From an optimization exercise on the open Yosys and OpenROAD flow, aimed at small area and a short achievable clock period; shortcuts taken in it are not production practice. Function was checked by simulation only, so behaviour that the tests miss may differ from the original.

## quire_ecc
module quire_ecc (
    input  wire         clk,
    input  wire         rst,
    input  wire         enc_in_valid,
    input  wire [127:0] enc_in_data,
    output reg          enc_out_valid,
    output reg  [144:0] enc_out_word,
    input  wire         dec_in_valid,
    input  wire [144:0] dec_in_word,
    output reg          dec_out_valid,
    output reg  [144:0] dec_out_word,
    output reg          dec_out_corr,
    output reg          dec_out_unc
);
==> flow/config.mk <==
export PLATFORM = sky130hd
export DESIGN_NAME = quire_ecc
export DESIGN_NICKNAME = quire_ecc
export VERILOG_FILES = /design/flow/design.v
export SDC_FILE = /design/flow/constraint.sdc
export NUM_CORES = 4
export LEC_CHECK = 0
export CAP_MARGIN = 50
export CORE_MARGIN = 2
export CORE_UTILIZATION = 55
export CTS_BUF_LIST = sky130_fd_sc_hd__clkbuf_8
export CTS_CLUSTER_DIAMETER = 50
export CTS_CLUSTER_SIZE = 15
export SLEW_MARGIN = 50
==> flow/constraint.sdc <==
create_clock -name core_clock -period 22.0 [get_ports {clk}]
set_input_delay 4.4000 -clock core_clock [delete_from_list [all_inputs] [get_ports {clk}]]
set_output_delay 4.4000 -clock core_clock [all_outputs]
set_load 0.01 [all_outputs]
standard.sh (not shown) runs the stock make flow with config.mk's settings and CLKGATE_MAP_FILE= SYNTH_SCRIPT=/design/flow/synth_recipe.tcl, a recipe that flattens the netlist after the stock synthesis.
==> flow/flow/run.sh <==
#!/bin/bash
# The standard layout (standard.sh, the standard flow's own ORFS run), with these changes:
#  - synthesis is the standard flow's script (synth_recipe.tcl) unchanged except that
#    yosys's abc maps with flow/abc_area.script (area-oriented mapping, no
#    gate upsizing or buffering; registers are mapped by dfflibmap as before);
#  - the port buffers that ORFS inserts on every input and output are
#    sky130_fd_sc_hd__buf_1 instead of the cell buffer_ports picks by default;
#  - repair_timing aims for a setup slack margin, so that it sizes the
#    critical paths although the design's clock period is met anyway.
# The SDC, clock period and every other step are the standard flow's.
# Each tool's output goes to a log of its own here (synth.log, standard.log)
# and to ORFS's logs under orfs/logs.
set -euo pipefail
W="$(cd "$(dirname "$0")/.." && pwd)"
cd "$W"
export BUFFER_PORTS_ARGS="-buffer_cell sky130_fd_sc_hd__buf_1"
export SETUP_SLACK_MARGIN=16

cat > "$W/flow/synth_area.tcl" <<EOT
proc abc {args} {
  set i [lsearch \$args -script]
  if {\$i >= 0} { lset args [expr {\$i + 1}] $W/flow/abc_area.script }
  yosys abc {*}\$args
}
source $W/synth_recipe.tcl
EOT
sed "s#SYNTH_SCRIPT=[^ ]*#SYNTH_SCRIPT=$W/flow/synth_area.tcl#" standard.sh > "$W/flow/synth_step.sh"
bash "$W/flow/synth_step.sh" synth > synth.log 2>&1
bash standard.sh > standard.log 2>&1
==> flow/flow/abc_area.script <==
strash
dch
map -a
topo
Edit:
- CORE_UTILIZATION: 55 -> 62
Outcome: The changed run completed with no timing, DRC or antenna violations. Sequential share of layout area falls by 0.14 points. Via count came out higher by about 3.7%. Count of clock-buffer cells in the layout rises by 1. Synthesized area is unchanged. First-iteration DRC count rose by 34%. Fmax stays flat.

== lane 1 ==
Another version of the RTL of quire_ecc (not shown whole).
Size: about 620 flip-flops, ~570 I/O pins, roughly 28000 sq um of cells after synthesis.
export LEC_CHECK = 0
export CAP_MARGIN = 30
export CORE_MARGIN = 2
export CORE_UTILIZATION = 55
export SLEW_MARGIN = 30
create_clock -name core_clock -period 22.0 [get_ports {clk}]
Scripts as last shown in full above: flow/flow/run.sh, flow/flow/abc_area.script
Status lane 1: flow complete, layout not clean - capacitance limit
Relative to lane 1, the following input files were edited for lane 2:
==> flow/run.sh (new file) <==
#!/bin/bash
# synth_recipe.tcl (not shown) runs the flow's synth.tcl, then flattens the netlist and writes it again
# the make line also repeats each setting of config.mk as NAME=value (left out here)
make -C /OpenROAD-flow-scripts/flow DESIGN_CONFIG=/design/flow/config.mk WORK_HOME=/design/flow/orfs CLKGATE_MAP_FILE= SYNTH_SCRIPT=/design/flow/synth_recipe.tcl finish
removed: flow/flow/run.sh
removed: flow/flow/abc_area.script
removed: flow/standard.sh
Findings:
Maximum number of pins on one net before global-route repair: lane 2 > lane 1
The final layout from lane 2, which completed every stage, passed the timing, design-rule and antenna checks at the end of the flow.
What lane 2 reported for number of signal-net buffers in the layout has to be multiplied by 1.18 to get the figure for lane 1.
Lane 2 leaves less setup margin than lane 1.
Lane 1 → lane 2: HPWL after detailed placement +15000 microns; clock-buffer cell count lost about 15%; minimum clock period went up by 1.66 ns; maximum net fanout on the critical path rose by 61.
Going from lane 1 to lane 2, number of nets in the final layout has remained practically unchanged; wire length of the first global-routing pass has increased.

[afterwards: timing with drivers on the ports]
Ports are ideal in the flow. The routed layouts listed here were re-timed in OpenROAD. Step 1 assumes that a clkbuf_16 drives the clock port and a buf_2 every other input. Step 2, shift: input delay + t, output delay - t, t = (earliest + latest rising clock arrival at the registers) / 2. This alone moves slack from input paths to output paths. a / b / c = no drivers / after step 1 / after step 2; a / b = the first two.
run | t, ns | slack for setup (ns) | worst setup path at the end | slew at the worst register clock pin (ns) | worst slew at a driven data input, ns
the first run of note 1 | 0.784 | 15.824 / 15.856 / 15.072 | input to register | 0.10 / 0.10 | 0.11
the second run of note 1 | 0.778 | 15.808 / 15.835 / 15.057 | input to register | 0.11 / 0.11 | 0.09
lane 1 | 0.724 | 15.292 / 15.327 / 14.603 | input to register | 0.08 / 0.08 | 0.12
lane 2 | 0.712 | 13.630 / 13.630 / 13.630 | register to register | 0.07 / 0.07 | 0.10
The setup slack of the first run of note 1, which loses most, moves by +0.032 ns with the drivers and by -0.752 ns with both steps.
